This design comes from an exercise in tuning for small area and a short achievable clock period on the open sky130 flow, not from production work.
Function was checked by simulation only, so behaviour that the tests miss may differ from the original.
No activity file was given, so power comes from the tool's default toggle rates.

==> design.v <==
module tread_alu (
    input  wire        clk,
    input  wire        rst,
    input  wire        in_valid,
    input  wire [4:0]  in_code,
    input  wire        in_to_flags,    
    input  wire [63:0] in_x,
    input  wire [63:0] in_y,
    output reg         out_valid,
    output wire [63:0] out_result,
    output wire [5:0]  flags
);
    localparam F_C  = 0;
    localparam F_V  = 1;
    localparam F_Z  = 2;
    localparam F_N  = 3;
    localparam F_DZ = 4;
    localparam F_VS = 5;
    localparam CZB = 40;
    localparam PCB = 48;
    integer i;
    genvar g;
    wire [4:0]  c = in_code;
    wire [63:0] x = in_x;
    wire [63:0] y = in_y;
    wire op_arith  = (c[4:2] == 3'b000);
    wire op_logic  = (c[4:2] == 3'b001);
    wire op_or     = (c == 5'h05);
    wire op_xor    = (c == 5'h06);
    wire op_shift  = (c[4:2] == 3'b010);
    wire op_cmpeq  = (c == 5'h0C);
    wire op_cmplt  = (c == 5'h0D);
    wire op_cmpltu = (c == 5'h0E);
    wire op_min    = (c == 5'h0F);
    wire op_max    = (c == 5'h10);
    wire op_minu   = (c == 5'h11);
    wire op_maxu   = (c == 5'h12);
    wire op_popc   = (c == 5'h13);
    wire op_clz    = (c == 5'h14);
    wire op_ctz    = (c == 5'h15);
    wire op_brev   = (c == 5'h16);
    wire        sub = c[0] | c[3] | c[4];
    wire [63:0] b   = y ^ {64{sub}};
    wire        cin = (c[4:1] == 4'b0001) ? flags[F_C] ^ c[0] : sub;
    wire [63:0] p   = x ^ b;
    wire [63:0] gen = x & b;
    wire c1 = gen[0] | p[0] & cin;
    wire pg0_1_g = gen[1] | p[1] & gen[0];
    wire pg0_1_p = p[1] & p[0];
    wire pg0_3_g = gen[3] | p[3] & gen[2];
    wire pg0_3_p = p[3] & p[2];
    wire pg0_5_g = gen[5] | p[5] & gen[4];
    wire pg0_5_p = p[5] & p[4];
    wire pg0_7_g = gen[7] | p[7] & gen[6];
    wire pg0_7_p = p[7] & p[6];
    wire pg0_9_g = gen[9] | p[9] & gen[8];
    wire pg0_9_p = p[9] & p[8];
    wire pg0_11_g = gen[11] | p[11] & gen[10];
    wire pg0_11_p = p[11] & p[10];
    wire pg0_13_g = gen[13] | p[13] & gen[12];
    wire pg0_13_p = p[13] & p[12];
    wire pg0_15_g = gen[15] | p[15] & gen[14];
    wire pg0_15_p = p[15] & p[14];
    wire pg0_17_g = gen[17] | p[17] & gen[16];
    wire pg0_17_p = p[17] & p[16];
    wire pg0_19_g = gen[19] | p[19] & gen[18];
    wire pg0_19_p = p[19] & p[18];
    wire pg0_21_g = gen[21] | p[21] & gen[20];
    wire pg0_21_p = p[21] & p[20];
    wire pg0_23_g = gen[23] | p[23] & gen[22];
    wire pg0_23_p = p[23] & p[22];
    wire pg0_25_g = gen[25] | p[25] & gen[24];
    wire pg0_25_p = p[25] & p[24];
    wire pg0_27_g = gen[27] | p[27] & gen[26];
    wire pg0_27_p = p[27] & p[26];
    wire pg0_29_g = gen[29] | p[29] & gen[28];
    wire pg0_29_p = p[29] & p[28];
    wire pg0_31_g = gen[31] | p[31] & gen[30];
    wire pg0_31_p = p[31] & p[30];
    wire pg0_33_g = gen[33] | p[33] & gen[32];
    wire pg0_33_p = p[33] & p[32];
    wire pg0_35_g = gen[35] | p[35] & gen[34];
    wire pg0_35_p = p[35] & p[34];
    wire pg0_37_g = gen[37] | p[37] & gen[36];
    wire pg0_37_p = p[37] & p[36];
    wire pg0_39_g = gen[39] | p[39] & gen[38];
    wire pg0_39_p = p[39] & p[38];
    wire pg0_41_g = gen[41] | p[41] & gen[40];
    wire pg0_41_p = p[41] & p[40];
    wire pg0_43_g = gen[43] | p[43] & gen[42];
    wire pg0_43_p = p[43] & p[42];
    wire pg0_45_g = gen[45] | p[45] & gen[44];
    wire pg0_45_p = p[45] & p[44];
    wire pg0_47_g = gen[47] | p[47] & gen[46];
    wire pg0_47_p = p[47] & p[46];
    wire pg0_49_g = gen[49] | p[49] & gen[48];
    wire pg0_49_p = p[49] & p[48];
    wire pg0_51_g = gen[51] | p[51] & gen[50];
    wire pg0_51_p = p[51] & p[50];
    wire pg0_53_g = gen[53] | p[53] & gen[52];
    wire pg0_53_p = p[53] & p[52];
    wire pg0_55_g = gen[55] | p[55] & gen[54];
    wire pg0_55_p = p[55] & p[54];
    wire pg0_57_g = gen[57] | p[57] & gen[56];
    wire pg0_57_p = p[57] & p[56];
    wire pg0_59_g = gen[59] | p[59] & gen[58];
    wire pg0_59_p = p[59] & p[58];
    wire pg0_61_g = gen[61] | p[61] & gen[60];
    wire pg0_61_p = p[61] & p[60];
    wire pg0_63_g = gen[63] | p[63] & gen[62];
    wire pg0_63_p = p[63] & p[62];
    wire g1c = pg0_1_g | pg0_1_p & cin;
    wire pg1_2_g = gen[2] | p[2] & g1c;
    wire pg1_3_g = pg0_3_g | pg0_3_p & g1c;
    wire pg1_6_g = gen[6] | p[6] & pg0_5_g;
    wire pg1_6_p = p[6] & pg0_5_p;
    wire pg1_7_g = pg0_7_g | pg0_7_p & pg0_5_g;
    wire pg1_7_p = pg0_7_p & pg0_5_p;
    wire pg1_10_g = gen[10] | p[10] & pg0_9_g;
    wire pg1_10_p = p[10] & pg0_9_p;
    wire pg1_11_g = pg0_11_g | pg0_11_p & pg0_9_g;
    wire pg1_11_p = pg0_11_p & pg0_9_p;
    wire pg1_14_g = gen[14] | p[14] & pg0_13_g;
    wire pg1_14_p = p[14] & pg0_13_p;
    wire pg1_15_g = pg0_15_g | pg0_15_p & pg0_13_g;
    wire pg1_15_p = pg0_15_p & pg0_13_p;
    wire pg1_18_g = gen[18] | p[18] & pg0_17_g;
    wire pg1_18_p = p[18] & pg0_17_p;
    wire pg1_19_g = pg0_19_g | pg0_19_p & pg0_17_g;
    wire pg1_19_p = pg0_19_p & pg0_17_p;
    wire pg1_22_g = gen[22] | p[22] & pg0_21_g;
    wire pg1_22_p = p[22] & pg0_21_p;
    wire pg1_23_g = pg0_23_g | pg0_23_p & pg0_21_g;
    wire pg1_23_p = pg0_23_p & pg0_21_p;
    wire pg1_26_g = gen[26] | p[26] & pg0_25_g;
    wire pg1_26_p = p[26] & pg0_25_p;
    wire pg1_27_g = pg0_27_g | pg0_27_p & pg0_25_g;
    wire pg1_27_p = pg0_27_p & pg0_25_p;
    wire pg1_30_g = gen[30] | p[30] & pg0_29_g;
    wire pg1_30_p = p[30] & pg0_29_p;
    wire pg1_31_g = pg0_31_g | pg0_31_p & pg0_29_g;
    wire pg1_31_p = pg0_31_p & pg0_29_p;
    wire pg1_34_g = gen[34] | p[34] & pg0_33_g;
    wire pg1_34_p = p[34] & pg0_33_p;
    wire pg1_35_g = pg0_35_g | pg0_35_p & pg0_33_g;
    wire pg1_35_p = pg0_35_p & pg0_33_p;
    wire pg1_38_g = gen[38] | p[38] & pg0_37_g;
    wire pg1_38_p = p[38] & pg0_37_p;
    wire pg1_39_g = pg0_39_g | pg0_39_p & pg0_37_g;
    wire pg1_39_p = pg0_39_p & pg0_37_p;
    wire pg1_42_g = gen[42] | p[42] & pg0_41_g;
    wire pg1_42_p = p[42] & pg0_41_p;
    wire pg1_43_g = pg0_43_g | pg0_43_p & pg0_41_g;
    wire pg1_43_p = pg0_43_p & pg0_41_p;
    wire pg1_46_g = gen[46] | p[46] & pg0_45_g;
    wire pg1_46_p = p[46] & pg0_45_p;
    wire pg1_47_g = pg0_47_g | pg0_47_p & pg0_45_g;
    wire pg1_47_p = pg0_47_p & pg0_45_p;
    wire pg1_50_g = gen[50] | p[50] & pg0_49_g;
    wire pg1_50_p = p[50] & pg0_49_p;
    wire pg1_51_g = pg0_51_g | pg0_51_p & pg0_49_g;
    wire pg1_51_p = pg0_51_p & pg0_49_p;
    wire pg1_54_g = gen[54] | p[54] & pg0_53_g;
    wire pg1_54_p = p[54] & pg0_53_p;
    wire pg1_55_g = pg0_55_g | pg0_55_p & pg0_53_g;
    wire pg1_55_p = pg0_55_p & pg0_53_p;
    wire pg1_58_g = gen[58] | p[58] & pg0_57_g;
    wire pg1_58_p = p[58] & pg0_57_p;
    wire pg1_59_g = pg0_59_g | pg0_59_p & pg0_57_g;
    wire pg1_59_p = pg0_59_p & pg0_57_p;
    wire pg1_62_g = gen[62] | p[62] & pg0_61_g;
    wire pg1_62_p = p[62] & pg0_61_p;
    wire pg1_63_g = pg0_63_g | pg0_63_p & pg0_61_g;
    wire pg1_63_p = pg0_63_p & pg0_61_p;
    wire pg2_4_g = gen[4] | p[4] & pg1_3_g;
    wire pg2_5_g = pg0_5_g | pg0_5_p & pg1_3_g;
    wire pg2_6_g = pg1_6_g | pg1_6_p & pg1_3_g;
    wire pg2_7_g = pg1_7_g | pg1_7_p & pg1_3_g;
    wire pg2_12_g = gen[12] | p[12] & pg1_11_g;
    wire pg2_12_p = p[12] & pg1_11_p;
    wire pg2_13_g = pg0_13_g | pg0_13_p & pg1_11_g;
    wire pg2_13_p = pg0_13_p & pg1_11_p;
    wire pg2_14_g = pg1_14_g | pg1_14_p & pg1_11_g;
    wire pg2_14_p = pg1_14_p & pg1_11_p;
    wire pg2_15_g = pg1_15_g | pg1_15_p & pg1_11_g;
    wire pg2_15_p = pg1_15_p & pg1_11_p;
    wire pg2_20_g = gen[20] | p[20] & pg1_19_g;
    wire pg2_20_p = p[20] & pg1_19_p;
    wire pg2_21_g = pg0_21_g | pg0_21_p & pg1_19_g;
    wire pg2_21_p = pg0_21_p & pg1_19_p;
    wire pg2_22_g = pg1_22_g | pg1_22_p & pg1_19_g;
    wire pg2_22_p = pg1_22_p & pg1_19_p;
    wire pg2_23_g = pg1_23_g | pg1_23_p & pg1_19_g;
    wire pg2_23_p = pg1_23_p & pg1_19_p;
    wire pg2_28_g = gen[28] | p[28] & pg1_27_g;
    wire pg2_28_p = p[28] & pg1_27_p;
    wire pg2_29_g = pg0_29_g | pg0_29_p & pg1_27_g;
    wire pg2_29_p = pg0_29_p & pg1_27_p;
    wire pg2_30_g = pg1_30_g | pg1_30_p & pg1_27_g;
    wire pg2_30_p = pg1_30_p & pg1_27_p;
    wire pg2_31_g = pg1_31_g | pg1_31_p & pg1_27_g;
    wire pg2_31_p = pg1_31_p & pg1_27_p;
    wire pg2_36_g = gen[36] | p[36] & pg1_35_g;
    wire pg2_36_p = p[36] & pg1_35_p;
    wire pg2_37_g = pg0_37_g | pg0_37_p & pg1_35_g;
    wire pg2_37_p = pg0_37_p & pg1_35_p;
    wire pg2_38_g = pg1_38_g | pg1_38_p & pg1_35_g;
    wire pg2_38_p = pg1_38_p & pg1_35_p;
    wire pg2_39_g = pg1_39_g | pg1_39_p & pg1_35_g;
    wire pg2_39_p = pg1_39_p & pg1_35_p;
    wire pg2_44_g = gen[44] | p[44] & pg1_43_g;
    wire pg2_44_p = p[44] & pg1_43_p;
    wire pg2_45_g = pg0_45_g | pg0_45_p & pg1_43_g;
    wire pg2_45_p = pg0_45_p & pg1_43_p;
    wire pg2_46_g = pg1_46_g | pg1_46_p & pg1_43_g;
    wire pg2_46_p = pg1_46_p & pg1_43_p;
    wire pg2_47_g = pg1_47_g | pg1_47_p & pg1_43_g;
    wire pg2_47_p = pg1_47_p & pg1_43_p;
    wire pg2_52_g = gen[52] | p[52] & pg1_51_g;
    wire pg2_52_p = p[52] & pg1_51_p;
    wire pg2_53_g = pg0_53_g | pg0_53_p & pg1_51_g;
    wire pg2_53_p = pg0_53_p & pg1_51_p;
    wire pg2_54_g = pg1_54_g | pg1_54_p & pg1_51_g;
    wire pg2_54_p = pg1_54_p & pg1_51_p;
    wire pg2_55_g = pg1_55_g | pg1_55_p & pg1_51_g;
    wire pg2_55_p = pg1_55_p & pg1_51_p;
    wire pg2_60_g = gen[60] | p[60] & pg1_59_g;
    wire pg2_60_p = p[60] & pg1_59_p;
    wire pg2_61_g = pg0_61_g | pg0_61_p & pg1_59_g;
    wire pg2_61_p = pg0_61_p & pg1_59_p;
    wire pg2_62_g = pg1_62_g | pg1_62_p & pg1_59_g;
    wire pg2_62_p = pg1_62_p & pg1_59_p;
    wire pg2_63_g = pg1_63_g | pg1_63_p & pg1_59_g;
    wire pg2_63_p = pg1_63_p & pg1_59_p;
    wire pg3_8_g = gen[8] | p[8] & pg2_7_g;
    wire pg3_9_g = pg0_9_g | pg0_9_p & pg2_7_g;
    wire pg3_10_g = pg1_10_g | pg1_10_p & pg2_7_g;
    wire pg3_11_g = pg1_11_g | pg1_11_p & pg2_7_g;
    wire pg3_12_g = pg2_12_g | pg2_12_p & pg2_7_g;
    wire pg3_13_g = pg2_13_g | pg2_13_p & pg2_7_g;
    wire pg3_14_g = pg2_14_g | pg2_14_p & pg2_7_g;
    wire pg3_15_g = pg2_15_g | pg2_15_p & pg2_7_g;
    wire pg3_24_g = gen[24] | p[24] & pg2_23_g;
    wire pg3_24_p = p[24] & pg2_23_p;
    wire pg3_25_g = pg0_25_g | pg0_25_p & pg2_23_g;
    wire pg3_25_p = pg0_25_p & pg2_23_p;
    wire pg3_26_g = pg1_26_g | pg1_26_p & pg2_23_g;
    wire pg3_26_p = pg1_26_p & pg2_23_p;
    wire pg3_27_g = pg1_27_g | pg1_27_p & pg2_23_g;
    wire pg3_27_p = pg1_27_p & pg2_23_p;
    wire pg3_28_g = pg2_28_g | pg2_28_p & pg2_23_g;
    wire pg3_28_p = pg2_28_p & pg2_23_p;
    wire pg3_29_g = pg2_29_g | pg2_29_p & pg2_23_g;
    wire pg3_29_p = pg2_29_p & pg2_23_p;
    wire pg3_30_g = pg2_30_g | pg2_30_p & pg2_23_g;
    wire pg3_30_p = pg2_30_p & pg2_23_p;
    wire pg3_31_g = pg2_31_g | pg2_31_p & pg2_23_g;
    wire pg3_31_p = pg2_31_p & pg2_23_p;
    wire pg3_40_g = gen[40] | p[40] & pg2_39_g;
    wire pg3_40_p = p[40] & pg2_39_p;
    wire pg3_41_g = pg0_41_g | pg0_41_p & pg2_39_g;
    wire pg3_41_p = pg0_41_p & pg2_39_p;
    wire pg3_42_g = pg1_42_g | pg1_42_p & pg2_39_g;
    wire pg3_42_p = pg1_42_p & pg2_39_p;
    wire pg3_43_g = pg1_43_g | pg1_43_p & pg2_39_g;
    wire pg3_43_p = pg1_43_p & pg2_39_p;
    wire pg3_44_g = pg2_44_g | pg2_44_p & pg2_39_g;
    wire pg3_44_p = pg2_44_p & pg2_39_p;
    wire pg3_45_g = pg2_45_g | pg2_45_p & pg2_39_g;
    wire pg3_45_p = pg2_45_p & pg2_39_p;
    wire pg3_46_g = pg2_46_g | pg2_46_p & pg2_39_g;
    wire pg3_46_p = pg2_46_p & pg2_39_p;
    wire pg3_47_g = pg2_47_g | pg2_47_p & pg2_39_g;
    wire pg3_47_p = pg2_47_p & pg2_39_p;
    wire pg3_56_g = gen[56] | p[56] & pg2_55_g;
    wire pg3_56_p = p[56] & pg2_55_p;
    wire pg3_57_g = pg0_57_g | pg0_57_p & pg2_55_g;
    wire pg3_57_p = pg0_57_p & pg2_55_p;
    wire pg3_58_g = pg1_58_g | pg1_58_p & pg2_55_g;
    wire pg3_58_p = pg1_58_p & pg2_55_p;
    wire pg3_59_g = pg1_59_g | pg1_59_p & pg2_55_g;
    wire pg3_59_p = pg1_59_p & pg2_55_p;
    wire pg3_60_g = pg2_60_g | pg2_60_p & pg2_55_g;
    wire pg3_60_p = pg2_60_p & pg2_55_p;
    wire pg3_61_g = pg2_61_g | pg2_61_p & pg2_55_g;
    wire pg3_61_p = pg2_61_p & pg2_55_p;
    wire pg3_62_g = pg2_62_g | pg2_62_p & pg2_55_g;
    wire pg3_62_p = pg2_62_p & pg2_55_p;
    wire pg3_63_g = pg2_63_g | pg2_63_p & pg2_55_g;
    wire pg3_63_p = pg2_63_p & pg2_55_p;
    wire pg4_16_g = gen[16] | p[16] & pg3_15_g;
    wire pg4_17_g = pg0_17_g | pg0_17_p & pg3_15_g;
    wire pg4_18_g = pg1_18_g | pg1_18_p & pg3_15_g;
    wire pg4_19_g = pg1_19_g | pg1_19_p & pg3_15_g;
    wire pg4_20_g = pg2_20_g | pg2_20_p & pg3_15_g;
    wire pg4_21_g = pg2_21_g | pg2_21_p & pg3_15_g;
    wire pg4_22_g = pg2_22_g | pg2_22_p & pg3_15_g;
    wire pg4_23_g = pg2_23_g | pg2_23_p & pg3_15_g;
    wire pg4_24_g = pg3_24_g | pg3_24_p & pg3_15_g;
    wire pg4_25_g = pg3_25_g | pg3_25_p & pg3_15_g;
    wire pg4_26_g = pg3_26_g | pg3_26_p & pg3_15_g;
    wire pg4_27_g = pg3_27_g | pg3_27_p & pg3_15_g;
    wire pg4_28_g = pg3_28_g | pg3_28_p & pg3_15_g;
    wire pg4_29_g = pg3_29_g | pg3_29_p & pg3_15_g;
    wire pg4_30_g = pg3_30_g | pg3_30_p & pg3_15_g;
    wire pg4_31_g = pg3_31_g | pg3_31_p & pg3_15_g;
    wire pg4_48_g = gen[48] | p[48] & pg3_47_g;
    wire pg4_48_p = p[48] & pg3_47_p;
    wire pg4_49_g = pg0_49_g | pg0_49_p & pg3_47_g;
    wire pg4_49_p = pg0_49_p & pg3_47_p;
    wire pg4_50_g = pg1_50_g | pg1_50_p & pg3_47_g;
    wire pg4_50_p = pg1_50_p & pg3_47_p;
    wire pg4_51_g = pg1_51_g | pg1_51_p & pg3_47_g;
    wire pg4_51_p = pg1_51_p & pg3_47_p;
    wire pg4_52_g = pg2_52_g | pg2_52_p & pg3_47_g;
    wire pg4_52_p = pg2_52_p & pg3_47_p;
    wire pg4_53_g = pg2_53_g | pg2_53_p & pg3_47_g;
    wire pg4_53_p = pg2_53_p & pg3_47_p;
    wire pg4_54_g = pg2_54_g | pg2_54_p & pg3_47_g;
    wire pg4_54_p = pg2_54_p & pg3_47_p;
    wire pg4_55_g = pg2_55_g | pg2_55_p & pg3_47_g;
    wire pg4_55_p = pg2_55_p & pg3_47_p;
    wire pg4_56_g = pg3_56_g | pg3_56_p & pg3_47_g;
    wire pg4_56_p = pg3_56_p & pg3_47_p;
    wire pg4_57_g = pg3_57_g | pg3_57_p & pg3_47_g;
    wire pg4_57_p = pg3_57_p & pg3_47_p;
    wire pg4_58_g = pg3_58_g | pg3_58_p & pg3_47_g;
    wire pg4_58_p = pg3_58_p & pg3_47_p;
    wire pg4_59_g = pg3_59_g | pg3_59_p & pg3_47_g;
    wire pg4_59_p = pg3_59_p & pg3_47_p;
    wire pg4_60_g = pg3_60_g | pg3_60_p & pg3_47_g;
    wire pg4_60_p = pg3_60_p & pg3_47_p;
    wire pg4_61_g = pg3_61_g | pg3_61_p & pg3_47_g;
    wire pg4_61_p = pg3_61_p & pg3_47_p;
    wire pg4_62_g = pg3_62_g | pg3_62_p & pg3_47_g;
    wire pg4_62_p = pg3_62_p & pg3_47_p;
    wire pg4_63_g = pg3_63_g | pg3_63_p & pg3_47_g;
    wire pg4_63_p = pg3_63_p & pg3_47_p;
    wire pg5_32_g = gen[32] | p[32] & pg4_31_g;
    wire pg5_33_g = pg0_33_g | pg0_33_p & pg4_31_g;
    wire pg5_34_g = pg1_34_g | pg1_34_p & pg4_31_g;
    wire pg5_35_g = pg1_35_g | pg1_35_p & pg4_31_g;
    wire pg5_36_g = pg2_36_g | pg2_36_p & pg4_31_g;
    wire pg5_37_g = pg2_37_g | pg2_37_p & pg4_31_g;
    wire pg5_38_g = pg2_38_g | pg2_38_p & pg4_31_g;
    wire pg5_39_g = pg2_39_g | pg2_39_p & pg4_31_g;
    wire pg5_40_g = pg3_40_g | pg3_40_p & pg4_31_g;
    wire pg5_41_g = pg3_41_g | pg3_41_p & pg4_31_g;
    wire pg5_42_g = pg3_42_g | pg3_42_p & pg4_31_g;
    wire pg5_43_g = pg3_43_g | pg3_43_p & pg4_31_g;
    wire pg5_44_g = pg3_44_g | pg3_44_p & pg4_31_g;
    wire pg5_45_g = pg3_45_g | pg3_45_p & pg4_31_g;
    wire pg5_46_g = pg3_46_g | pg3_46_p & pg4_31_g;
    wire pg5_47_g = pg3_47_g | pg3_47_p & pg4_31_g;
    wire pg5_48_g = pg4_48_g | pg4_48_p & pg4_31_g;
    wire pg5_49_g = pg4_49_g | pg4_49_p & pg4_31_g;
    wire pg5_50_g = pg4_50_g | pg4_50_p & pg4_31_g;
    wire pg5_51_g = pg4_51_g | pg4_51_p & pg4_31_g;
    wire pg5_52_g = pg4_52_g | pg4_52_p & pg4_31_g;
    wire pg5_53_g = pg4_53_g | pg4_53_p & pg4_31_g;
    wire pg5_54_g = pg4_54_g | pg4_54_p & pg4_31_g;
    wire pg5_55_g = pg4_55_g | pg4_55_p & pg4_31_g;
    wire pg5_56_g = pg4_56_g | pg4_56_p & pg4_31_g;
    wire pg5_57_g = pg4_57_g | pg4_57_p & pg4_31_g;
    wire pg5_58_g = pg4_58_g | pg4_58_p & pg4_31_g;
    wire pg5_59_g = pg4_59_g | pg4_59_p & pg4_31_g;
    wire pg5_60_g = pg4_60_g | pg4_60_p & pg4_31_g;
    wire pg5_61_g = pg4_61_g | pg4_61_p & pg4_31_g;
    wire pg5_62_g = pg4_62_g | pg4_62_p & pg4_31_g;
    wire pg5_63_g = pg4_63_g | pg4_63_p & pg4_31_g;
    wire [63:0] carry = {pg5_62_g, pg5_61_g, pg5_60_g, pg5_59_g, pg5_58_g, pg5_57_g, pg5_56_g, pg5_55_g, pg5_54_g, pg5_53_g, pg5_52_g, pg5_51_g, pg5_50_g, pg5_49_g, pg5_48_g, pg5_47_g, pg5_46_g, pg5_45_g, pg5_44_g, pg5_43_g, pg5_42_g, pg5_41_g, pg5_40_g, pg5_39_g, pg5_38_g, pg5_37_g, pg5_36_g, pg5_35_g, pg5_34_g, pg5_33_g, pg5_32_g, pg4_31_g, pg4_30_g, pg4_29_g, pg4_28_g, pg4_27_g, pg4_26_g, pg4_25_g, pg4_24_g, pg4_23_g, pg4_22_g, pg4_21_g, pg4_20_g, pg4_19_g, pg4_18_g, pg4_17_g, pg4_16_g, pg3_15_g, pg3_14_g, pg3_13_g, pg3_12_g, pg3_11_g, pg3_10_g, pg3_9_g, pg3_8_g, pg2_7_g, pg2_6_g, pg2_5_g, pg2_4_g, pg1_3_g, pg1_2_g, g1c, c1, cin};
    wire [63:0] sum = p ^ carry;
    wire        cout = pg5_63_g;
    wire        v_new = (x[63] == b[63]) & (sum[63] != x[63]);
    wire        eq    = &p;                              
    wire        lt_u  = ~cout;                           
    wire        lt_s  = (x[63] ^ y[63]) ? x[63] : lt_u;  
    wire        lt    = (op_minu | op_maxu) ? lt_u : lt_s;
    wire        cmp   = op_cmpeq & eq | op_cmplt & lt_s | op_cmpltu & lt_u;
    wire        sel_x = (op_min | op_minu) & lt | (op_max | op_maxu) & ~lt;
    wire        sel_y = (op_min | op_minu) & ~lt | (op_max | op_maxu) & lt | op_or;
    wire        sel_g = op_logic & ~op_xor;           
    wire        sel_p = op_xor;
    wire [5:0]  s      = y[5:0];
    wire        right  = c[0] ^ c[1];                   
    wire        is_rol = c[0] & c[1];
    wire [5:0]  r      = right ? (6'd0 - s) : s;
    wire [63:0] rot1 = r[0] ? {x[62:0],    x[63]}       : x;
    wire [63:0] rot2 = r[1] ? {rot1[61:0], rot1[63:62]} : rot1;
    wire [63:0] rot3 = r[2] ? {rot2[59:0], rot2[63:60]} : rot2;
    wire [63:0] rot4 = r[3] ? {rot3[55:0], rot3[63:56]} : rot3;
    wire [63:0] rot5 = r[4] ? {rot4[47:0], rot4[63:48]} : rot4;
    wire        fill = c[1] & ~c[0] & x[63];            
    wire [4:0]  u    = s[4:0];
    wire        uz   = (u == 5'd0);
    reg  [31:0] th;     
    reg  [63:0] keep;
    reg  [63:0] sres;
    always @(*) begin
        for (i = 0; i < 32; i = i + 1)
            th[i] = (i >= u);
        for (i = 0; i < 32; i = i + 1)
            keep[i] = is_rol | (right ? (uz ? ~s[5] : th[31 - i]) : th[i]);
        for (i = 32; i < 64; i = i + 1)
            keep[i] = is_rol | ~s[5] | (right & uz);
        for (i = 0; i < 64; i = i + 1)
            sres[i] = keep[i] ? rot5[i] : fill;
    end
    wire [63:0] nz0 = x;
    wire [31:0] nz1;
    wire [31:0] tz1, lz1;
    wire [15:0] nz2;
    wire [31:0] tz2, lz2;
    wire [7:0] nz3;
    wire [23:0] tz3, lz3;
    wire [3:0] nz4;
    wire [15:0] tz4, lz4;
    wire [1:0] nz5;
    wire [9:0] tz5, lz5;
    wire [0:0] nz6;
    wire [5:0] tz6, lz6;
    generate
        for (g = 0; g < 32; g = g + 1) begin : cz1
            assign nz1[g] = x[2*g] | x[2*g+1];
            assign tz1[g] = ~x[2*g];
            assign lz1[g] = ~x[2*g+1];
        end
        for (g = 0; g < 16; g = g + 1) begin : cz2
            assign nz2[g] = nz1[2*g] | nz1[2*g+1];
            assign tz2[2*g +: 2] = nz1[2*g] ? {1'b0, tz1[1*(2*g) +: 1]}
                                         : {1'b1, tz1[1*(2*g+1) +: 1]};
            assign lz2[2*g +: 2] = nz1[2*g+1] ? {1'b0, lz1[1*(2*g+1) +: 1]}
                                           : {1'b1, lz1[1*(2*g) +: 1]};
        end
        for (g = 0; g < 8; g = g + 1) begin : cz3
            assign nz3[g] = nz2[2*g] | nz2[2*g+1];
            assign tz3[3*g +: 3] = nz2[2*g] ? {1'b0, tz2[2*(2*g) +: 2]}
                                         : {1'b1, tz2[2*(2*g+1) +: 2]};
            assign lz3[3*g +: 3] = nz2[2*g+1] ? {1'b0, lz2[2*(2*g+1) +: 2]}
                                           : {1'b1, lz2[2*(2*g) +: 2]};
        end
        for (g = 0; g < 4; g = g + 1) begin : cz4
            assign nz4[g] = nz3[2*g] | nz3[2*g+1];
            assign tz4[4*g +: 4] = nz3[2*g] ? {1'b0, tz3[3*(2*g) +: 3]}
                                         : {1'b1, tz3[3*(2*g+1) +: 3]};
            assign lz4[4*g +: 4] = nz3[2*g+1] ? {1'b0, lz3[3*(2*g+1) +: 3]}
                                           : {1'b1, lz3[3*(2*g) +: 3]};
        end
        for (g = 0; g < 2; g = g + 1) begin : cz5
            assign nz5[g] = nz4[2*g] | nz4[2*g+1];
            assign tz5[5*g +: 5] = nz4[2*g] ? {1'b0, tz4[4*(2*g) +: 4]}
                                         : {1'b1, tz4[4*(2*g+1) +: 4]};
            assign lz5[5*g +: 5] = nz4[2*g+1] ? {1'b0, lz4[4*(2*g+1) +: 4]}
                                           : {1'b1, lz4[4*(2*g) +: 4]};
        end
        for (g = 0; g < 1; g = g + 1) begin : cz6
            assign nz6[g] = nz5[2*g] | nz5[2*g+1];
            assign tz6[6*g +: 6] = nz5[2*g] ? {1'b0, tz5[5*(2*g) +: 5]}
                                         : {1'b1, tz5[5*(2*g+1) +: 5]};
            assign lz6[6*g +: 6] = nz5[2*g+1] ? {1'b0, lz5[5*(2*g+1) +: 5]}
                                           : {1'b1, lz5[5*(2*g) +: 5]};
        end
    endgenerate
    wire [6:0] ctz = {~nz6, tz6 & {6{nz6}}};
    wire [6:0] clz = {~nz6, lz6 & {6{nz6}}};
    wire pa_1;
    wire pa_10;
    wire pa_100;
    wire pa_101;
    wire pa_102;
    wire pa_103;
    wire pa_104;
    wire pa_105;
    wire pa_106;
    wire pa_107;
    wire pa_108;
    wire pa_109;
    wire pa_11;
    wire pa_110;
    wire pa_111;
    wire pa_112;
    wire pa_113;
    wire pa_114;
    wire pa_12;
    wire pa_13;
    wire pa_14;
    wire pa_15;
    wire pa_16;
    wire pa_17;
    wire pa_18;
    wire pa_19;
    wire pa_2;
    wire pa_20;
    wire pa_21;
    wire pa_22;
    wire pa_23;
    wire pa_24;
    wire pa_25;
    wire pa_26;
    wire pa_27;
    wire pa_28;
    wire pa_29;
    wire pa_3;
    wire pa_30;
    wire pa_31;
    wire pa_32;
    wire pa_33;
    wire pa_34;
    wire pa_35;
    wire pa_36;
    wire pa_37;
    wire pa_38;
    wire pa_39;
    wire pa_4;
    wire pa_40;
    wire pa_41;
    wire pa_42;
    wire pa_43;
    wire pa_44;
    wire pa_45;
    wire pa_46;
    wire pa_47;
    wire pa_48;
    wire pa_49;
    wire pa_5;
    wire pa_50;
    wire pa_51;
    wire pa_52;
    wire pa_53;
    wire pa_54;
    wire pa_55;
    wire pa_56;
    wire pa_57;
    wire pa_58;
    wire pa_59;
    wire pa_6;
    wire pa_60;
    wire pa_61;
    wire pa_62;
    wire pa_63;
    wire pa_64;
    wire pa_65;
    wire pa_66;
    wire pa_67;
    wire pa_68;
    wire pa_69;
    wire pa_7;
    wire pa_70;
    wire pa_71;
    wire pa_72;
    wire pa_73;
    wire pa_74;
    wire pa_75;
    wire pa_76;
    wire pa_77;
    wire pa_78;
    wire pa_79;
    wire pa_8;
    wire pa_80;
    wire pa_81;
    wire pa_82;
    wire pa_83;
    wire pa_84;
    wire pa_85;
    wire pa_86;
    wire pa_87;
    wire pa_88;
    wire pa_89;
    wire pa_9;
    wire pa_90;
    wire pa_91;
    wire pa_92;
    wire pa_93;
    wire pa_94;
    wire pa_95;
    wire pa_96;
    wire pa_97;
    wire pa_98;
    wire pa_99;
    assign pa_1 = x[0] ^ x[1] ^ x[2];
    assign pa_2 = (x[0] & x[1]) | (x[2] & (x[0] ^ x[1]));
    assign pa_3 = x[3] ^ x[4] ^ x[5];
    assign pa_4 = (x[3] & x[4]) | (x[5] & (x[3] ^ x[4]));
    assign pa_5 = x[6] ^ x[7] ^ x[8];
    assign pa_6 = (x[6] & x[7]) | (x[8] & (x[6] ^ x[7]));
    assign pa_7 = x[9] ^ x[10] ^ x[11];
    assign pa_8 = (x[9] & x[10]) | (x[11] & (x[9] ^ x[10]));
    assign pa_9 = x[12] ^ x[13] ^ x[14];
    assign pa_10 = (x[12] & x[13]) | (x[14] & (x[12] ^ x[13]));
    assign pa_11 = x[15] ^ x[16] ^ x[17];
    assign pa_12 = (x[15] & x[16]) | (x[17] & (x[15] ^ x[16]));
    assign pa_13 = x[18] ^ x[19] ^ x[20];
    assign pa_14 = (x[18] & x[19]) | (x[20] & (x[18] ^ x[19]));
    assign pa_15 = x[21] ^ x[22] ^ x[23];
    assign pa_16 = (x[21] & x[22]) | (x[23] & (x[21] ^ x[22]));
    assign pa_17 = x[24] ^ x[25] ^ x[26];
    assign pa_18 = (x[24] & x[25]) | (x[26] & (x[24] ^ x[25]));
    assign pa_19 = x[27] ^ x[28] ^ x[29];
    assign pa_20 = (x[27] & x[28]) | (x[29] & (x[27] ^ x[28]));
    assign pa_21 = x[30] ^ x[31] ^ x[32];
    assign pa_22 = (x[30] & x[31]) | (x[32] & (x[30] ^ x[31]));
    assign pa_23 = x[33] ^ x[34] ^ x[35];
    assign pa_24 = (x[33] & x[34]) | (x[35] & (x[33] ^ x[34]));
    assign pa_25 = x[36] ^ x[37] ^ x[38];
    assign pa_26 = (x[36] & x[37]) | (x[38] & (x[36] ^ x[37]));
    assign pa_27 = x[39] ^ x[40] ^ x[41];
    assign pa_28 = (x[39] & x[40]) | (x[41] & (x[39] ^ x[40]));
    assign pa_29 = x[42] ^ x[43] ^ x[44];
    assign pa_30 = (x[42] & x[43]) | (x[44] & (x[42] ^ x[43]));
    assign pa_31 = x[45] ^ x[46] ^ x[47];
    assign pa_32 = (x[45] & x[46]) | (x[47] & (x[45] ^ x[46]));
    assign pa_33 = x[48] ^ x[49] ^ x[50];
    assign pa_34 = (x[48] & x[49]) | (x[50] & (x[48] ^ x[49]));
    assign pa_35 = x[51] ^ x[52] ^ x[53];
    assign pa_36 = (x[51] & x[52]) | (x[53] & (x[51] ^ x[52]));
    assign pa_37 = x[54] ^ x[55] ^ x[56];
    assign pa_38 = (x[54] & x[55]) | (x[56] & (x[54] ^ x[55]));
    assign pa_39 = x[57] ^ x[58] ^ x[59];
    assign pa_40 = (x[57] & x[58]) | (x[59] & (x[57] ^ x[58]));
    assign pa_41 = x[60] ^ x[61] ^ x[62];
    assign pa_42 = (x[60] & x[61]) | (x[62] & (x[60] ^ x[61]));
    assign pa_43 = pa_1 ^ pa_3 ^ pa_5;
    assign pa_44 = (pa_1 & pa_3) | (pa_5 & (pa_1 ^ pa_3));
    assign pa_45 = pa_7 ^ pa_9 ^ pa_11;
    assign pa_46 = (pa_7 & pa_9) | (pa_11 & (pa_7 ^ pa_9));
    assign pa_47 = pa_13 ^ pa_15 ^ pa_17;
    assign pa_48 = (pa_13 & pa_15) | (pa_17 & (pa_13 ^ pa_15));
    assign pa_49 = pa_19 ^ pa_21 ^ pa_23;
    assign pa_50 = (pa_19 & pa_21) | (pa_23 & (pa_19 ^ pa_21));
    assign pa_51 = pa_25 ^ pa_27 ^ pa_29;
    assign pa_52 = (pa_25 & pa_27) | (pa_29 & (pa_25 ^ pa_27));
    assign pa_53 = pa_31 ^ pa_33 ^ pa_35;
    assign pa_54 = (pa_31 & pa_33) | (pa_35 & (pa_31 ^ pa_33));
    assign pa_55 = pa_37 ^ pa_39 ^ pa_41;
    assign pa_56 = (pa_37 & pa_39) | (pa_41 & (pa_37 ^ pa_39));
    assign pa_57 = pa_2 ^ pa_4 ^ pa_6;
    assign pa_58 = (pa_2 & pa_4) | (pa_6 & (pa_2 ^ pa_4));
    assign pa_59 = pa_8 ^ pa_10 ^ pa_12;
    assign pa_60 = (pa_8 & pa_10) | (pa_12 & (pa_8 ^ pa_10));
    assign pa_61 = pa_14 ^ pa_16 ^ pa_18;
    assign pa_62 = (pa_14 & pa_16) | (pa_18 & (pa_14 ^ pa_16));
    assign pa_63 = pa_20 ^ pa_22 ^ pa_24;
    assign pa_64 = (pa_20 & pa_22) | (pa_24 & (pa_20 ^ pa_22));
    assign pa_65 = pa_26 ^ pa_28 ^ pa_30;
    assign pa_66 = (pa_26 & pa_28) | (pa_30 & (pa_26 ^ pa_28));
    assign pa_67 = pa_32 ^ pa_34 ^ pa_36;
    assign pa_68 = (pa_32 & pa_34) | (pa_36 & (pa_32 ^ pa_34));
    assign pa_69 = pa_38 ^ pa_40 ^ pa_42;
    assign pa_70 = (pa_38 & pa_40) | (pa_42 & (pa_38 ^ pa_40));
    assign pa_71 = pa_43 ^ pa_45 ^ pa_47;
    assign pa_72 = (pa_43 & pa_45) | (pa_47 & (pa_43 ^ pa_45));
    assign pa_73 = pa_49 ^ pa_51 ^ pa_53;
    assign pa_74 = (pa_49 & pa_51) | (pa_53 & (pa_49 ^ pa_51));
    assign pa_75 = pa_55 ^ x[63];
    assign pa_76 = pa_55 & x[63];
    assign pa_77 = pa_44 ^ pa_46 ^ pa_48;
    assign pa_78 = (pa_44 & pa_46) | (pa_48 & (pa_44 ^ pa_46));
    assign pa_79 = pa_50 ^ pa_52 ^ pa_54;
    assign pa_80 = (pa_50 & pa_52) | (pa_54 & (pa_50 ^ pa_52));
    assign pa_81 = pa_56 ^ pa_57 ^ pa_59;
    assign pa_82 = (pa_56 & pa_57) | (pa_59 & (pa_56 ^ pa_57));
    assign pa_83 = pa_61 ^ pa_63 ^ pa_65;
    assign pa_84 = (pa_61 & pa_63) | (pa_65 & (pa_61 ^ pa_63));
    assign pa_85 = pa_67 ^ pa_69;
    assign pa_86 = pa_67 & pa_69;
    assign pa_87 = pa_58 ^ pa_60 ^ pa_62;
    assign pa_88 = (pa_58 & pa_60) | (pa_62 & (pa_58 ^ pa_60));
    assign pa_89 = pa_64 ^ pa_66 ^ pa_68;
    assign pa_90 = (pa_64 & pa_66) | (pa_68 & (pa_64 ^ pa_66));
    assign pa_91 = pa_71 ^ pa_73 ^ pa_75;
    assign pa_92 = (pa_71 & pa_73) | (pa_75 & (pa_71 ^ pa_73));
    assign pa_93 = pa_72 ^ pa_74 ^ pa_76;
    assign pa_94 = (pa_72 & pa_74) | (pa_76 & (pa_72 ^ pa_74));
    assign pa_95 = pa_77 ^ pa_79 ^ pa_81;
    assign pa_96 = (pa_77 & pa_79) | (pa_81 & (pa_77 ^ pa_79));
    assign pa_97 = pa_83 ^ pa_85;
    assign pa_98 = pa_83 & pa_85;
    assign pa_99 = pa_78 ^ pa_80 ^ pa_82;
    assign pa_100 = (pa_78 & pa_80) | (pa_82 & (pa_78 ^ pa_80));
    assign pa_101 = pa_84 ^ pa_86 ^ pa_87;
    assign pa_102 = (pa_84 & pa_86) | (pa_87 & (pa_84 ^ pa_86));
    assign pa_103 = pa_89 ^ pa_70;
    assign pa_104 = pa_89 & pa_70;
    assign pa_105 = pa_92 ^ pa_93 ^ pa_95;
    assign pa_106 = (pa_92 & pa_93) | (pa_95 & (pa_92 ^ pa_93));
    assign pa_107 = pa_94 ^ pa_96 ^ pa_98;
    assign pa_108 = (pa_94 & pa_96) | (pa_98 & (pa_94 ^ pa_96));
    assign pa_109 = pa_99 ^ pa_101 ^ pa_103;
    assign pa_110 = (pa_99 & pa_101) | (pa_103 & (pa_99 ^ pa_101));
    assign pa_111 = pa_100 ^ pa_102 ^ pa_104;
    assign pa_112 = (pa_100 & pa_102) | (pa_104 & (pa_100 ^ pa_102));
    assign pa_113 = pa_88 ^ pa_90;
    assign pa_114 = pa_88 & pa_90;
    wire [11:0] pc_cut = {pa_114, pa_112, pa_113, pa_111, pa_110, pa_108, pa_109, pa_107, pa_106, pa_97, pa_105, pa_91};
    localparam PCW = 12;
    reg [63:0] brev;
    always @(*) begin
        for (i = 0; i < 64; i = i + 1)
            brev[i] = x[63 - i];
    end
    wire [6:0] cz = {7{op_clz}} & clz | {7{op_ctz}} & ctz;
    wire [63:0] mid_d = {64{op_arith}} & sum
                      | {64{sel_g}} & gen
                      | {64{sel_p}} & p
                      | {64{op_shift}} & sres
                      | {64{sel_x}} & x
                      | {64{sel_y}} & y
                      | {64{op_brev}} & brev
                      | {{(64-PCW){1'b0}}, {PCW{op_popc}} & pc_cut} << PCB
                      | {57'd0, cz} << CZB
                      | {63'd0, cmp};
    wire res0 = op_shift & r[5] ? sres[32] :
                op_popc ? pc_cut[0] :
                (op_clz | op_ctz) ? cz[0] : mid_d[0];
    reg [63:0] mid;
    reg        m_arith, m_chain, m_logic, m_popc, m_cz, m_swap, m_tf, m_v;
    reg        m_cw, m_cv;   
    reg [5:0]  fl;           
    always @(posedge clk) begin
        mid     <= mid_d;
        m_arith <= op_arith;
        m_chain <= c[1];             
        m_logic <= op_logic;
        m_popc  <= op_popc;
        m_cz    <= op_clz | op_ctz;
        m_swap  <= op_shift & r[5];
        m_tf    <= in_to_flags;
        m_v     <= v_new;
        m_cw    <= in_to_flags | op_arith;
        m_cv    <= in_to_flags ? res0 : cout ^ sub;
        if (rst) begin
            out_valid <= 1'b0;
            fl        <= 6'd0;
        end else begin
            out_valid <= in_valid;
            fl        <= flags;
        end
    end
    wire [PCW-1:0] pm = mid[PCB +: PCW];
    wire pb_1;
    wire pb_2;
    wire pb_3;
    wire pb_4;
    wire pb_5;
    wire pb_6;
    wire pb_7;
    wire pb_8;
    assign pb_1 = pm[3] ^ pm[4] ^ pm[5];
    assign pb_2 = (pm[3] & pm[4]) | (pm[5] & (pm[3] ^ pm[4]));
    assign pb_3 = pm[6] ^ pm[7] ^ pm[8];
    assign pb_4 = (pm[6] & pm[7]) | (pm[8] & (pm[6] ^ pm[7]));
    assign pb_5 = pb_2 ^ pb_3 ^ pm[9];
    assign pb_6 = (pb_2 & pb_3) | (pm[9] & (pb_2 ^ pb_3));
    assign pb_7 = pb_4 ^ pm[10] ^ pm[11];
    assign pb_8 = (pb_4 & pm[10]) | (pm[11] & (pb_4 ^ pm[10]));
    wire [6:0] pc_a = {1'b0, pb_8, pb_6, pb_5, pb_1, pm[1], pm[0]};
    wire [6:0] pc_b = {1'b0, 1'b0, pb_7, 1'b0, 1'b0, pm[2], 1'b0};
    wire [6:0] pc = pc_a + pc_b;
    wire [63:0] cnt_at = ({{(64-PCW){1'b0}}, {PCW{1'b1}}} << PCB)
                       | ({57'd0, 7'h7F} << CZB);
    wire        m_cnt  = m_popc | m_cz;
    reg  [63:0] res;
    always @(*) begin
        for (i = 0; i < 64; i = i + 1)
            res[i] = m_swap ? mid[i ^ 32] : mid[i] & ~(m_cnt & cnt_at[i]);
        if (m_popc)
            res[6:0] = pc;
        else if (m_cz)
            res[6:0] = mid[CZB +: 7];
    end
    assign out_result = res;
    wire mid_zero = ~|mid;
    reg [5:1] f_new;
    always @(*) begin
        f_new = fl[5:1];
        if (m_tf) begin
            f_new = res[5:1];
        end else if (m_arith) begin
            f_new[F_V]  = m_v;
            f_new[F_VS] = fl[F_VS] | m_v;
            f_new[F_Z]  = mid_zero & (~m_chain | fl[F_Z]);
            f_new[F_N]  = mid[63];
        end else if (m_logic) begin
            f_new[F_Z]  = mid_zero;
            f_new[F_N]  = mid[63];
        end
    end
    wire c_out = (out_valid & m_cw) ? m_cv : fl[F_C];
    assign flags = {out_valid ? f_new : fl[5:1], c_out};
endmodule
==> flow/run.sh <==
#!/bin/bash
# The standard layout (the standard.sh, with its synthesis unchanged),
# with three changes to how the layout is made:
#  - timing repair aims for 6.5 ns more setup slack than the clock period
#    needs, so that the resizer also works on the longest paths;
#  - the port buffers that buffer_ports inserts are buf_2 cells;
#  - the core is filled to 55% instead of 40%, for shorter wires.
# The clock period and the constraints stay the design's.
set -euo pipefail
bash standard.sh SETUP_SLACK_MARGIN=6.5 CORE_UTILIZATION=55 \
  "BUFFER_PORTS_ARGS=-buffer_cell sky130_fd_sc_hd__buf_2" finish > standard.log 2>&1
==> standard.sh <==
#!/bin/bash
# synth_recipe.tcl (not shown) runs the flow's synth.tcl, then flattens the netlist and writes it again
# the make line also repeats each setting of config.mk as NAME=value (left out here)
make -C /OpenROAD-flow-scripts/flow DESIGN_CONFIG=/design/flow/config.mk WORK_HOME=/design/flow/orfs CLKGATE_MAP_FILE= SYNTH_SCRIPT=/design/flow/synth_recipe.tcl "${@:-finish}"
==> config.mk <==
export PLATFORM = sky130hd
export DESIGN_NAME = tread_alu
export DESIGN_NICKNAME = tread_alu
export VERILOG_FILES = /design/flow/design.v
export SDC_FILE = /design/flow/constraint.sdc
export NUM_CORES = 8
export LEC_CHECK = 0
export CAP_MARGIN = 20
export CORE_MARGIN = 2
export CORE_UTILIZATION = 40
export SLEW_MARGIN = 20
==> constraint.sdc <==
create_clock -name core_clock -period 13.0 [get_ports {clk}]
set_input_delay 2.6000 -clock core_clock [delete_from_list [all_inputs] [get_ports {clk}]]
set_output_delay 2.6000 -clock core_clock [all_outputs]
set_load 0.01 [all_outputs]
==> notes.md <==
[sequential cells by signal, summed over array words and instances, names as in the netlist]
signal and flops:
fl 6, m_swap 1, m_cv 1, m_popc 1, m_logic 1, m_chain 1, m_cz 1, m_v 1
m_arith 1, mid 64, m_tf 1, m_cw 1, out_valid 1
[routing by layer]
metal	wire, µm	track usage	part of all wire
met2	35520	0.7444	0.38
met3	16380	0.2463	0.17
met1	32150	0.6644	0.34
met5	209	0	0.0022
met4	9775	0.4142	0.10
[cell usage in the layout, fill, tap and decap left out, types with 14 or more instances in the layout]
cell type,Yosys,routed
xor2_1,25,24
mux2i_1,179,176
mux2_2,44,46
a211oi_1,38,37
nand3_1,36,34
a221o_1,44,44
a21o_1,20,20
o211ai_1,28,28
dfxtp_1,81,80
buf_2,33,203
inv_1,124,124
nor3b_1,19,19
nand2b_1,16,16
nor4_1,24,24
nand2_1,200,200
nor2_1,104,100
mux4_2,56,56
xnor2_1,83,79
nand4_1,14,14
a221oi_2,18,17
fa_1,62,61
a22o_1,52,52
o31ai_1,21,21
ha_1,92,81
o21ai_1,23,26
and2_1,23,23
o21ai_0,117,110
a221oi_1,21,20
a22oi_1,40,40
and3_1,15,15
a31oi_1,46,45
nor3_1,32,30
buf_4,1,53
nor2b_1,15,14
a21oi_1,140,132
[worst max-delay path by stage]
stage,end,slack [ps],start,depth (start not counted)
finish,m_cv,6530,in_x[0],12
detailed placement,mid[18],4750,in_code[0],17
global route,mid[23],6410,in_code[0],17
global placement,mid[18],4480,in_code[0],17
floorplan,mid[24],6510,in_y[0],18
CTS,mid[26],6500,in_code[3],16
[cell families (layout without fill, tap and decap cells)]
kind of cell	count (synthesis)	in the layout	share of synthesized area
flip-flops	81	81	0.09308
XOR/XNOR	108	108	0.05430
AND/OR/NAND/NOR	532	532	0.1477
multiplexers	282	287	0.2061
adder cells (fa/ha/maj)	154	154	0.1373
AO/OA/AOI/OAI	706	706	0.2891
other	0	1	0
buffers and inverters	312	425	0.07240
[power breakdown]
part / leakage (nW) / internal (mW) / switching [mW] / total [mW]
combinational: 7.58 / 0.550 / 0.890 / 1.44
sequential: 0.673 / 0.289 / 0.0743 / 0.363
clock: 0.143 / 0.150 / 0.118 / 0.268
total: 8.39 / 0.988 / 1.08 / 2.07
[final cells by class]
cell class                      count  area (µm²)
Multi-Input combinational cell   1787       14970
Fill cell                        2767       11660
Timing Repair Buffer              281        1854
Sequential cell                    81        1623
Tap cell                          402       503.0
Inverter                          128       480.5
Clock buffer                       10       229.0
Clock inverter                      6       68.82
Antenna cell                        1       2.502
[timing repair]
action / 4_1_cts / 5_1_grt
resized for setup: 23 / 68
pin swaps: 7 / 34
setup endpoints to repair: 66 / 65
gates cloned: 5 / 6
setup buffers: 12 / 24
[tightest hold or removal path, cell delays in order, from the launching register on]
cell and delay [ps]:
dfxtp_1 300, mux2_2 140, nor2b_1 110
==> notes.md <==
TritonCTS clock tree done; R2R Setup Slk 9190 ps; critical path capture point type flip-flop; Slew Limit Fails 0; number of vias per cell 7.690; TNS Setup 0 ps; worst vdd ir 0.0001046 V; via count 20.73k; max-cap viol count 0; Final Cell Area 19730 µm²; top-count cell post-synth nand2_1; WL/cell 34.88 µm; R2R depth 10; Setup violations, final 0; CP dominant cell by count fa_1; worst r2r src out_valid; Crit path max-delay family adder cells; Die H 182.0 µm; max_slew headroom 0.2892; FFs w/ async S/R, synth 0; Synth cell types 88; Seq cells post-synth 81; Tot Pwr 2.070 mW; Fin Clk Skew 7.162 ps; post-synth top area cell mux2i_1; syn_nets 2466; RSZ-0062 raised after global routing yes; worst min path class flip-flop to flip-flop; sequential element share of the synthesized area 0.09308; fraction of layout cells with a size suffix above 1 0.2163; Crit path buffers/inverters 3; vias in the first global route 18.92k; Synth area leaders mux2i_1, dfxtp_1, mux4_2; gr usage total 0.5445; Die Area 33110 µm²; Rows 65; hold path cells 2; Commonest cells post-synth nand2_1, mux2i_1, a21oi_1, inv_1, clkbuf_1; initial core utilization 0.5549; average cell area after synthesis 8.009 µm²; final net count 2579; cells along the critical path buf_2 > inv_1 > fa_1 > inv_1 > fa_1 > fa_1 > fa_2 > o21ai_0 > nor2_2 > o31ai_1 > o221ai_1 > a31o_1; Hold Buf Count CTS 0; clock latency at the later pin of the worst-skew pair 360 ps; Setup CP Type input port to flip-flop; post-route ant nets 0; WP data required 13250 ps; Core ar. 31390 µm²; cts bufs inserted 9; IO Pins 208; worst slew pin tran 1060 ps; WP data arrival 6720 ps; Die W 182.0 µm; initial DRC count 3869; Layout Utilization 0.6284; drt first pass iters 9; worst setup margin 6533 ps; final hold violation count 0; pre-CTS setup slack 4748 ps; largest net degree at the start of global routing 67; Worst-path clk slew 60 ps; Synth warnings 1; drt drc 0; total clock sinks 81; Period minus WS final 6467 ps; Placed Instance Area 18550 µm²; placer congestion estimate 1.095; first-pass GRT wire length 130600 µm; Post-synth EDFFs 0; H-tree levels 3; r2r endpoint mid[22]; Top FF cell, synth dfxtp_1; run status finished clean; placed wire-length estimate 67090 µm; total wire length 94030 µm; CTS Buffer Depth 2; Crit-path slowest cell fa_2; Startpoint Class input port; Pleak 8.391 nW; hold endpoint fl[4]; final cell count without fillers 2696; Synth-to-Final Area Change 13.24%; gr ovfl total 0; Min Hold Slack 588.4 ps; synthesized area 17420 µm²; Synth Instances 2175; initial antenna violation count 7; Synth top area share 0.1029; Placed Cells 2632; Tcrit/Tclk final 0.4974; Hold Path Origin fl[4]; clk root buf clkbuf_16; fmax 0.1546 GHz; Cell Pwr Density 105.0 nW/µm²; CP Max Fanout 9; max incr delay on CP 610 ps; PortBufs 207

-- afterwards: timing with drivers on the ports --
The flow's constraints put no driver on any port. The routed layout listed below was extracted and timed again, unchanged, in two steps.
Step 1 assumes that a clkbuf_16 drives the clock port and a buf_2 every other input.
Step 2 also shifts input and output timing later by t, the mid clock arrival at the registers, as if the neighbouring blocks saw the same clock.
a / b / c = ideal / step 1 / step 2; a / b = the first two.
t, ns: 0.400
setup WS [ns]: 6.533 / 6.530 / 6.131
clock arrival spread, ns: 0.008 / 0.007
After both steps this run still meets setup and hold. The setup slack of this run moves by -0.003 ns with the drivers and by -0.402 ns with both steps.
